This design comes from an exercise in tuning for small area and a short achievable clock period on the open sky130 flow, not from production work.
Function was checked by simulation only, so behaviour that the tests miss may differ from the original.
Power figures rest on the tool's default switching activity, not on a simulated workload.

[config.mk]
export PLATFORM = sky130hd
export DESIGN_NAME = capu
export DESIGN_NICKNAME = capu
export VERILOG_FILES = /design/flow/design.v
export SDC_FILE = /design/flow/constraint.sdc
export NUM_CORES = 4
export LEC_CHECK = 0
export CAP_MARGIN = 30
export CORE_MARGIN = 2
export CORE_UTILIZATION = 40
export SLEW_MARGIN = 30
[constraint.sdc]
create_clock -name core_clock -period 18.0 [get_ports {clk}]
set_input_delay 3.6000 -clock core_clock [delete_from_list [all_inputs] [get_ports {clk}]]
set_output_delay 3.6000 -clock core_clock [all_outputs]
set_load 0.01 [all_outputs]
[design.v]
module capu (
    input  wire        clk,
    input  wire [31:0] cur,           
    input  wire [31:0] w1,            
    input  wire [31:0] disp,          
    input  wire [1:0]  size,          
    output wire [33:0] base,          
    output wire [33:0] top,
    output wire [33:0] rep_lo,
    output wire [33:0] rep_hi,
    output wire [33:0] addr,          
    output wire        in_bounds,     
    output wire        rep_ok,        
    input  wire [32:0] b0,            
    input  wire [32:0] t0,
    output wire [4:0]  enc_e,
    output wire [9:0]  enc_b,
    output wire [9:0]  enc_t,
    output wire [32:0] enc_base,
    output wire [32:0] enc_top
);
    integer i;
    wire [4:0] e      = w1[31:27];
    wire       sealed = w1[6];
    wire [9:0] bm     = sealed ? {w1[26:20], 3'b000} : w1[26:17];
    wire [9:0] tm     = sealed ? {w1[19:13], 3'b000} : w1[16:7];
    wire       is22   = (e == 5'd22);
    reg [31:0] lm;                        
    always @(*)
        for (i = 0; i < 32; i = i + 1)
            lm[i] = (i < e + 10);
    wire [31:0] bmg    = {22'd0, bm} << e;
    wire [31:0] tmg    = {22'd0, tm} << e;
    wire [31:0] cur_lo = cur & lm;
    wire [31:0] dsp_lo = disp & lm;
    wire        kb  = ~is22 & (cur_lo < bmg);           
    wire        tlt = (tm < bm);                        
    wire        ktp = is22 ? (tm == 10'd0) : (tlt & ~kb);
    wire        ktn = ~is22 & ~tlt & kb;
    wire [2:0]  sm1 = (3'd1 << size) - 3'd1;
    wire [34:0] r   = {3'd0, cur_lo} + {3'd0, dsp_lo} - {3'd0, bmg};
    wire [34:0] r3  = {3'd0, cur_lo} + {3'd0, dsp_lo} + {32'd0, sm1} - {3'd0, tmg};
    wire [34:0] dx = {{3{disp[31]}}, disp};
    reg  [34:0] su, sa;                   
    always @(*) begin
        su[34] = dx[34];
        sa[34] = dx[34];
        for (i = 33; i >= 0; i = i - 1) begin
            su[i] = su[i+1] | dx[i];
            sa[i] = sa[i+1] & dx[i];
        end
    end
    reg r_j, r3_j, r3_j1, u_j, a_j, u_j1, a_j1, a_j2, d_j, d_j1;
    always @(*) begin
        r_j = 1'b0; r3_j = 1'b0; r3_j1 = 1'b0;
        u_j = 1'b0; a_j = 1'b0; u_j1 = 1'b0; a_j1 = 1'b0; a_j2 = 1'b0;
        d_j = 1'b0; d_j1 = 1'b0;
        for (i = 0; i <= 22; i = i + 1)
            if (e == i) begin
                r_j   = r[i+10];
                r3_j  = r3[i+10];
                r3_j1 = r3[i+11];
                u_j   = su[i+10];
                a_j   = sa[i+10];
                u_j1  = su[i+11];
                a_j1  = sa[i+11];
                a_j2  = sa[i+12];
                d_j   = dx[i+10];
                d_j1  = dx[i+11];
            end
    end
    wire neg = disp[31];
    wire dz  = ~u_j;                      
    wire dp1 = d_j & ~u_j1;               
    wire dm1 = a_j;                       
    wire dm2 = a_j1 & ~d_j;               
    wire dm3 = a_j2 & ~d_j1 & d_j;        
    wire       rneg = r[34];
    reg        base_ok, q0;
    always @(*) begin
        case ({rneg, kb, r_j & ~rneg})
            3'b100: begin base_ok = ~neg & ~dz;        q0 = dp1; end   
            3'b000,
            3'b110: begin base_ok = ~neg;              q0 = dz;  end   
            3'b001,
            3'b010: begin base_ok = ~neg | dm1;        q0 = dm1; end   
            default: begin base_ok = ~neg | dm1 | dm2; q0 = dm2; end   
        endcase
    end
    wire       r3neg = r3[34];
    wire [1:0] f3    = r3neg ? 2'd0 : {r3_j1, r3_j};
    reg        top_ok;
    always @(*) begin
        case ({ktp, ktn, r3neg, f3})
            5'b00_1_00: top_ok = neg | dz;                     
            5'b00_0_00: top_ok = neg;                          
            5'b00_0_01: top_ok = neg & ~dm1;                   
            5'b00_0_10: top_ok = neg & ~dm1 & ~dm2;            
            5'b10_1_00: top_ok = neg | dz | dp1;               
            5'b10_0_00: top_ok = neg | dz;                     
            5'b10_0_01: top_ok = neg;                          
            5'b10_0_10: top_ok = neg & ~dm1;                   
            5'b01_1_00: top_ok = neg;                          
            5'b01_0_00: top_ok = neg & ~dm1;                   
            5'b01_0_01: top_ok = neg & ~dm1 & ~dm2;            
            default:    top_ok = neg & ~dm1 & ~dm2 & ~dm3;     
        endcase
    end
    wire [33:0] a     = {2'b00, cur} + {{2{disp[31]}}, disp};
    wire        a_lt  = a[33] | ~a[32];                         
    wire        inb_d = base_ok & top_ok;
    wire        rep_d = is22 ? (a[33:32] == 2'b00) : (a_lt & q0);
    reg  [31:0] p_r, tmg_r;
    reg  [4:0]  e_r;
    reg         kb_r, ktp_r, ktn_r;
    reg  [33:0] a_r;
    reg         inb_r, rep_r;
    always @(posedge clk) begin
        p_r   <= (cur & ~lm) | bmg;       
        tmg_r <= tmg;
        e_r   <= e;
        kb_r  <= kb;
        ktp_r <= ktp;
        ktn_r <= ktn;
        a_r   <= a;
        inb_r <= inb_d;
        rep_r <= rep_d;
    end
    reg [31:0] lm_r;
    always @(*)
        for (i = 0; i < 32; i = i + 1)
            lm_r[i] = (i < e_r + 10);
    wire        is22_r = (e_r == 5'd22);
    wire [32:0] inc   = {1'b0, p_r | lm_r} + 33'd1;
    wire [33:0] dec   = {2'b00, p_r & ~lm_r} - 34'd1;
    wire [33:0] p_inc = {1'b0, inc} | {2'b00, p_r & lm_r};             
    wire [33:0] p_dec = (dec & ~{2'b00, lm_r}) | {2'b00, p_r & lm_r};  
    wire [33:0] p_0   = {2'b00, p_r};
    wire [33:0] b_v   = kb_r ? p_dec : p_0;
    wire [33:0] t_hi  = ktp_r ? p_inc : ktn_r ? p_dec : p_0;
    wire [33:0] rh_v  = kb_r ? p_0 : p_inc;
    assign base      = b_v;
    assign rep_lo    = is22_r ? 34'd0 : b_v;
    assign top       = (t_hi & ~{2'b00, lm_r}) | {2'b00, tmg_r};
    assign rep_hi    = rh_v[32] ? 34'h1_0000_0000 : rh_v;
    assign addr      = a_r;
    assign in_bounds = inb_r;
    assign rep_ok    = rep_r;
    wire [32:0] l   = t0 - b0;
    wire [32:0] bw  = l ^ t0 ^ b0;        
    reg  [32:0] st;                       
    reg  [33:0] lor;                      
    always @(*) begin
        st[0] = 1'b0;
        for (i = 1; i < 33; i = i + 1)
            st[i] = st[i-1] | t0[i-1];
        lor[33] = 1'b0;
        for (i = 32; i >= 0; i = i - 1)
            lor[i] = lor[i+1] | l[i];
    end
    reg [4:0] xe;
    reg [9:0] w;
    reg       fit;
    always @(*) begin
        xe = 5'd0;
        for (i = 9; i <= 30; i = i + 1) begin
            w   = l[i -: 10];
            fit = (w <= 10'd958) |
                  ((w == 10'd959) & ~(bw[i-9] & st[i-9])) |
                  ((w == 10'd960) & ~bw[i-9] & ~st[i-9]);
            xe  = xe | ({5{l[i] & ~lor[i+1]}} & (fit ? i - 9 : i - 8));
        end
        xe = xe | {5{lor[31]}} & 5'd22;
    end
    reg [32:0] b0_r, t0_r;
    reg [4:0]  xe_r;
    always @(posedge clk) begin
        b0_r <= b0;
        t0_r <= t0;
        xe_r <= xe;
    end
    reg [32:0] em;                        
    always @(*)
        for (i = 0; i < 33; i = i + 1)
            em[i] = (i < xe_r);
    wire        est  = |(t0_r & em);
    wire [32:0] tinc = (t0_r | em) + 33'd1;
    wire [32:0] b_sh = b0_r >> xe_r;
    wire [32:0] t_sh = t0_r >> xe_r;
    assign enc_e    = xe_r;
    assign enc_base = b0_r & ~em;
    assign enc_top  = est ? tinc : t0_r;
    assign enc_b    = b_sh[9:0];
    assign enc_t    = t_sh[9:0] + {9'd0, est};
endmodule
[run.sh]
#!/bin/bash
# synth_recipe.tcl (not shown) runs the flow's synth.tcl, then flattens the netlist and writes it again
# the make line also repeats each setting of config.mk as NAME=value (left out here)
make -C /OpenROAD-flow-scripts/flow DESIGN_CONFIG=/design/flow/config.mk WORK_HOME=/design/flow/orfs CLKGATE_MAP_FILE= SYNTH_SCRIPT=/design/flow/synth_recipe.tcl finish
==> results.yml <==
run_status:
  run_status: "complete, no violations"
critical_path:
  worst_setup_path_end_kind: "flop"
  path_class: "in2reg"
  crit_arrival_ns: 13.63
  max_stage_delay_ns: 0.65
  start_kind: "input pin"
  cp_max_fo: 34
  cp_slowest_cell: "ha_1"
  required_ns: 18.38
  path_buf_inv: 4
  crit_family: "compound AO/OA/AOI/OAI gates"
  startpoint: "w1[28]"
power:
  irDropWorstVdd_v: 0.0000753
  p_per_area_nw_per_um2: 85.9
  power.total_w: 0.00278
  leakagePower_nw: 13.5
die:
  die_w_um: 264
  die_area_um2: 69500
  initial_core_util_pct: 40.3
  core_um2: 66900
  dieHeight_um: 264
  top_level_ports: 428
  num_rows: 95
route:
  routed_via_density: 6.19
  drtPass1Iterations: 8
  drc_errors: 0
  wire_per_inst_um: 23.8
  drt_iter0_markers: 3504
  routed_wl_mm: 119
  ant_nets: 0
  vias: 30900
hold_path:
  min_path_cells: 2
  hp-start: "w1[29]"
  min_path_type: "in2reg"
  whs_endpoint: "e_r[2]$_DFF_P_"
timing:
  tns_ns: 0
  timing.hold.ws_ns: 3.53
  relSlewSlack_pct: 26.4
  finalSetupViolations: 0
  fin_crit_sh_pct: 73.6
  max_slew.worst_pin.slew_ns: 1.09
  slew_violations: 0
  clock.fmax_mhz: 75.4
  timing.final.hold_violations: 0
  rsz0062_at_grt: "false"
  post-route-min-period_ns: 13.25
placed_design:
  dp_hpwl_mm: 96.0
  gp_congestion: 0.996
  io_buffer_count: 420
  placed_cell_area_um2: 31800
clocking:
  clk_pin_slew_ns: 0.08
  cts-hold-fix-buffers: 0
  clock_sinks: 179
  post_cts_buffers: 0
  post_cts_resized: 0
  clock-root-buffer: "clkbuf_16"
  htree_num_levels: 4
  cts_buffers: 17
  clk_path_buf_depth: 2
  cts_tree: "built"
logic_synthesis:
  ys_ff_latch: 179
  synthTopCellsByArea: "dfxtp_1, ha_1, a21oi_1, nor2_1, nand2_1"
  yosysTopAreaCell: "dfxtp_1"
  synth_top_area_share_pct: 13.3
  avgSynthCellArea_um2: 7.07
  async_reset_ff_share_pct: 0
  ys_types: 109
  yosysSeqAreaShare_pct: 13.3
  synth_edf_count: 0
  yosys_warnings: 1
  syn_nets: 4222
  syn_inst: 3814
  synth.cell_area_um2: 27000
  synth_ff_type: "dfxtp_1"
grt:
  grt_first_pass_wirelength_mm: 176
  grt-ovfl-total: 0
  antenna_found_initial: 8
  first_global_vias: 28000
  grt_usage_pct: 32.8
  grt_max_degree: 73
cells_and_area:
  final_area_um2: 32400
  drive_above_1_share_pct: 5.42
  fin_nets: 4509
  area_growth_pct: 20.2
run:
  max_cap_violations: 0
## worst max-delay path by stage
stage,endpoint,depth (start not counted)
floorplan,inb_r$_DFF_P_,41
global placement,rep_r$_DFF_P_,38
detailed placement,rep_r$_DFF_P_,38
CTS,rep_r$_DFF_P_,38
global route,rep_r$_DFF_P_,38
finish,rep_r$_DFF_P_,38
## flip-flops by register name (all words and copies together) (netlist names)
signal	count
a_r	34
b0_r	33
t0_r	33
p_r	32
tmg_r	32
e_r	5
xe_r	5
inb_r	1
kb_r	1
ktn_r	1
ktp_r	1
rep_r	1
## Yosys cell counts (all sizes together), types with 12 or more instances
master and number:
nor2 385, a211oi 68, nand4 24, a31oi 65, o211ai 23, mux2i 82, and2 70, a211o 18
inv 201, o221ai 14, nor2b 103, a2111oi 14, clkbuf 147, nand3b 13, ha 238, a22oi 39
nand2b 42, dfxtp 179, o22ai 42, buf 50, mux2 32, o21ai 274, nor3b 12, or2 30
and3 49, a21o 92, a21oi 311, nor3 86, xnor2 156, o21a 35, a21boi 20, nor4 32
xor2 93, mux4 25, o31ai 25, o22a 33, nand2 369, nand3 85, o41ai 14, or3 36
or4 15, o21bai 19
## kinds of logic after synthesis
kind of cell	synth area share, %
AOI/OAI and AO/OA	29.8
xor gates and xnor gates	8.09
adders and majority gates	11.5
buffers and inverters	5.75
DFF	13.3
muxes	6.47
other	0.0139
and+or+nand+nor	25.1
## metal layers
layer	GRT usage, %	up-vias	part of all wire [%]
met5	0	-	0.034
met4	12.2	4	3.8
li1	-	14500	-
met2	51.6	1612	44
met1	44.9	14500	43
met3	5.25	252	9.2
## layout make-up
| type | count | area (um2) |
|---|---|---|
| clock buffer | 17 | 425 |
| antenna | 4 | 10.0 |
| sequential | 179 | 3590 |
| fill | 6848 | 34500 |
| clock inverter | 15 | 155 |
| inverter | 205 | 769 |
| multi-input combinational | 3233 | 21800 |
| tap | 873 | 1090 |
| timing repair buffer | 465 | 4530 |
## power breakdown
part           switching (W)  total, W  internal [W]
sequential         0.0000621  0.000501      0.000439
clock               0.000202  0.000387      0.000185
combinational        0.00108   0.00189      0.000811
## cells in the final DEF (no fill, tap or decap), types with 81 or more instances in the layout
cell type,instances
a21o_1,92
a21oi_1,310
clkdlybuf4s50_1,417
dfxtp_1,175
ha_1,238
inv_1,201
mux2i_1,82
nand2_1,369
nand3_1,85
nor2_1,383
nor2b_1,103
nor3_1,81
o21ai_0,260
xnor2_1,156
xor2_1,93
## stage by stage
stage | instances | utilization [%] | worst slack, ns
CTS | 4987 | 48.4 | 5.10
detailed placement | 4955 | 47.5 | 4.61
global placement | 4955 | 47.5 | 4.65
finish | 4991 | 48.4 | 4.75
floorplan | 3814 | - | 5.48
global route | 4989 | 48.4 | 4.25

[separate check: timing with driven ports]
How much do the figures lean on ideal ports? The routed layout below was timed once more, with nothing changed but the port constraints.
Step 1 assumes that a clkbuf_16 drives the clock port and a buf_2 every other input.
Step 2 times the ports against the registers' clock, not the clock port: input delays grow and output delays shrink by t, the midpoint of the rising clock arrivals with the driver on.
Three values: ideal ports, drivers, drivers and shift; two values: the first two.
t (ns): 0.559
setup slack, ns: 4.745 / 4.772 / 4.213
hold WS [ns]: 3.531 / 3.499 / 4.058
cell pins on the clock port's net: 1
After both steps setup and hold are still met in this run. The setup slack of this run moves by +0.027 ns with the drivers and by -0.532 ns with both steps.
